From an optimization exercise on the open Yosys and OpenROAD flow, aimed at small area and a short achievable clock period; shortcuts taken in it are not production practice. In this exercise RTL edits were held to simulation tests only and were not proved equivalent to the original.

Design case_ecc_codec, start of the top module:
module case_ecc_codec (
    input  wire         clk,
    input  wire         rst,
    input  wire         enc_valid,
    input  wire [127:0] enc_data,
    output wire         enc_out_valid,
    output wire [31:0]  enc_out_check,
    input  wire         dec_valid,
    input  wire [159:0] dec_word,
    input  wire [19:0]  dec_erase,
    output wire         dec_out_valid,
    output wire [127:0] dec_out_data,
    output wire         dec_out_corrected,
    output wire         dec_out_uncorrectable,
    output wire [4:0]   dec_out_last_dev
);
    rs_enc u_enc (
        .clk       (clk),
        .rst       (rst),
        .in_valid  (enc_valid),
        .in_data   (enc_data),
        .out_valid (enc_out_valid),
        .out_check (enc_out_check)
    );
    rs_dec u_dec (
        .clk               (clk),
        .rst               (rst),
        .in_valid          (dec_valid),
        .in_word           (dec_word),
        .in_erase          (dec_erase),
        .out_valid         (dec_out_valid),
        .out_data          (dec_out_data),
        .out_corrected     (dec_out_corrected),
        .out_uncorrectable (dec_out_uncorrectable),
        .out_last_dev      (dec_out_last_dev)
    );
endmodule
Size in the first run: roughly 7700 cells after synthesis, about 600 flip-flops, about 480 I/O pins.
==> flow/config.mk <==
export PLATFORM = sky130hd
export DESIGN_NAME = case_ecc_codec
export DESIGN_NICKNAME = case_ecc_codec
export VERILOG_FILES = /design/flow/design.v
export SDC_FILE = /design/flow/constraint.sdc
export NUM_CORES = 4
export LEC_CHECK = 0
export CAP_MARGIN = 20
export CORE_MARGIN = 2
export CORE_UTILIZATION = 35
export SLEW_MARGIN = 20
==> flow/constraint.sdc <==
create_clock -name core_clock -period 16.0 [get_ports {clk}]
set_input_delay 3.2000 -clock core_clock [delete_from_list [all_inputs] [get_ports {clk}]]
set_output_delay 3.2000 -clock core_clock [all_outputs]
set_load 0.01 [all_outputs]
standard.sh (not shown) runs the stock make flow with config.mk's settings and CLKGATE_MAP_FILE= SYNTH_SCRIPT=/design/flow/synth_recipe.tcl, a recipe that flattens the netlist after the stock synthesis.
==> flow/flow/run.sh <==
#!/bin/bash
# Standard ORFS layout (standard.sh), with timing repair aiming below the
# clock period: repair_timing's setup margin set so that it keeps
# improving the worst paths well past the 16 ns constraint.
bash standard.sh SETUP_SLACK_MARGIN=10 TNS_END_PERCENT=100 finish > standard.log 2>&1
The baseline completed without violations.
==> next run, changes <==
==> flow/flow/run.sh (replaced) <==
#!/bin/bash
# Standard ORFS layout (standard.sh) with two changes:
#  - the port buffers are buf_2 cells instead of the delay buffers that
#    buffer_ports picks by default (every port still gets its buffer);
#  - timing repair aims below the clock period (repair_timing's setup
#    margin), so it keeps improving the worst paths past the constraint.
bash standard.sh SETUP_SLACK_MARGIN=10.5 TNS_END_PERCENT=100 \
    "BUFFER_PORTS_ARGS=-buffer_cell sky130_fd_sc_hd__buf_2" finish > standard.log 2>&1
Core utilization climbs by 0.47 points.
Cell area climbs by about 1.1%.
Fmax climbs by 9.8%.
First-iteration DRC count stays flat.
Flip-flop and latch count does not change.
Die area stays the same.

* * *

Another version of the RTL of case_ecc_codec (not shown whole).
Size in the first run: roughly 770 flip-flops, about 480 I/O pins, ~0.056 mm^2 of cells after synthesis.
clock: 16.0 ns
lec_check: 0
cap_margin: 20
core_margin: 2
core_utilization: 50
cts_buf_list: sky130_fd_sc_hd__clkbuf_4 sky130_fd_sc_hd__clkbuf_8
slew_margin: 20
==> flow/flow/run.sh <==
#!/bin/bash
# Standard ORFS layout (standard.sh) with two changes:
#  - the port buffers are buf_1 cells instead of the delay buffers that
#    buffer_ports picks by default (every port still gets its buffer);
#  - timing repair aims below the clock period (repair_timing's setup
#    margin), so it keeps improving the worst paths past the constraint.
bash standard.sh SETUP_SLACK_MARGIN=11.0 TNS_END_PERCENT=100 \
    "BUFFER_PORTS_ARGS=-buffer_cell sky130_fd_sc_hd__buf_1" finish > standard.log 2>&1
Edit:
--- a/flow/flow/run.sh
+++ b/flow/flow/run.sh
@@ -5,4 +5,4 @@
 #  - timing repair aims below the clock period (repair_timing's setup
 #    margin), so it keeps improving the worst paths past the constraint.
-bash standard.sh SETUP_SLACK_MARGIN=11.0 TNS_END_PERCENT=100 \
+bash standard.sh SETUP_SLACK_MARGIN=11.6 TNS_END_PERCENT=100 \
     "BUFFER_PORTS_ARGS=-buffer_cell sky130_fd_sc_hd__buf_1" finish > standard.log 2>&1
Design area rose by 17%.
Via count rose by 6.9%.
Clock skew rose by 0.022 ns.
Clock-buffer cell count rose by 19.
Die area does not change.
Area after synthesis is unchanged.
Global-route usage rose by 4.7 points.
Edit:
--- a/flow/flow/run.sh
+++ b/flow/flow/run.sh
@@ -5,4 +5,4 @@
 #  - timing repair aims below the clock period (repair_timing's setup
 #    margin), so it keeps improving the worst paths past the constraint.
-bash standard.sh SETUP_SLACK_MARGIN=11.6 TNS_END_PERCENT=100 \
+bash standard.sh SETUP_SLACK_MARGIN=11.3 TNS_END_PERCENT=100 \
     "BUFFER_PORTS_ARGS=-buffer_cell sky130_fd_sc_hd__buf_1" finish > standard.log 2>&1
- CORE_UTILIZATION: 50 -> 55
- PLACE_DENSITY: not set -> 0.7
What happened: The new run completed, yet does not pass: capacitance limit, slew limit; synthesized cell count stays the same; worst setup slack is better by 0.13 ns; wire length goes down by 5.2%; cell area shrinks by 8.9%; via count falls by about 1.2%; hold slack improved by 0.031 ns; cell count came out lower by about 4%.
Edit:
==> flow/flow/run.sh (replaced) <==
#!/bin/bash
# Standard ORFS layout (standard.sh) with two changes:
#  - the port buffers are buf_2 cells instead of the delay buffers that
#    buffer_ports picks by default (every port still gets its buffer);
#  - timing repair aims below the clock period (repair_timing's setup
#    margin), so it keeps improving the worst paths past the constraint.
bash standard.sh SETUP_SLACK_MARGIN=11.3 TNS_END_PERCENT=100 \
    "BUFFER_PORTS_ARGS=-buffer_cell sky130_fd_sc_hd__buf_2" finish > standard.log 2>&1
- CORE_UTILIZATION: 55 -> 50
- CTS_BUF_LIST: sky130_fd_sc_hd__clkbuf_4 sky130_fd_sc_hd__clkbuf_8 -> not set
- PLACE_DENSITY: 0.7 -> not set
The new run ran to the end with no violations.
Worst setup slack got worse by 0.022 ns.
Wire length fell by a few percent.
Non-clock buffer count fell by 4.
Final area fell slightly.
Via count fell by a few percent.
Edit:
==> flow/flow/run.sh (replaced) <==
#!/bin/bash
# Standard ORFS layout (standard.sh) with two changes:
#  - the port buffers are buf_1 cells instead of the delay buffers that
#    buffer_ports picks by default (every port still gets its buffer);
#  - timing repair aims below the clock period (repair_timing's setup
#    margin), so it keeps improving the worst paths past the constraint.
bash standard.sh SETUP_SLACK_MARGIN=11.3 TNS_END_PERCENT=100 \
    "BUFFER_PORTS_ARGS=-buffer_cell sky130_fd_sc_hd__buf_1" finish > standard.log 2>&1
- CTS_BUF_LIST: not set -> sky130_fd_sc_hd__clkbuf_4 sky130_fd_sc_hd__clkbuf_8
What happened: The new run produced a clean layout; global-route usage falls by 0.40 points; clock-buffer cell count rises by 74; design area falls by 2.0%; cell count rises by 0.69%.

-- static timing again, ports no longer ideal --
The flow's constraints put no driver on any port. The routed layouts listed below were extracted and timed again, unchanged, in two steps.
Step 1: set_driving_cell puts a clkbuf_16 on clk and a buf_2 on each other input, an assumption about the parent block.
Step 2 adds t to the input delays and takes it off the output delays; t is the mean of the earliest and latest rising clock arrival at the registers after step 1. Input paths then give back, and output paths get back, about the clock's delay inside the block.
Three values: no drivers, after step 1, after step 2; two values: the first two.
run	t (ns)	setup slack, ns	clock arrival spread, ns	worst register clock-pin slew, ns
the first run of note 1	0.752	9.848 / 9.895 / 9.143	0.077 / 0.076	0.07 / 0.07
the second run of note 1	0.766	10.398 / 10.398 / 9.755	0.076 / 0.076	0.07 / 0.07
the first run of note 2	0.861	10.881 / 10.881 / 10.142	0.069 / 0.069	0.08 / 0.08
the second run of note 2	0.919	10.951 / 10.951 / 10.580	0.099 / 0.099	0.08 / 0.08
the third run of note 2	0.895	11.084 / 11.084 / 10.365	0.087 / 0.087	0.08 / 0.08
the fourth run of note 2	0.746	11.062 / 11.062 / 10.502	0.062 / 0.061	0.08 / 0.08
the fifth run of note 2	0.871	11.064 / 11.064 / 10.366	0.103 / 0.103	0.08 / 0.08
For the first run of note 2, which loses most, drivers alone change the setup slack by 0.000 ns; drivers and shift together by -0.739 ns.
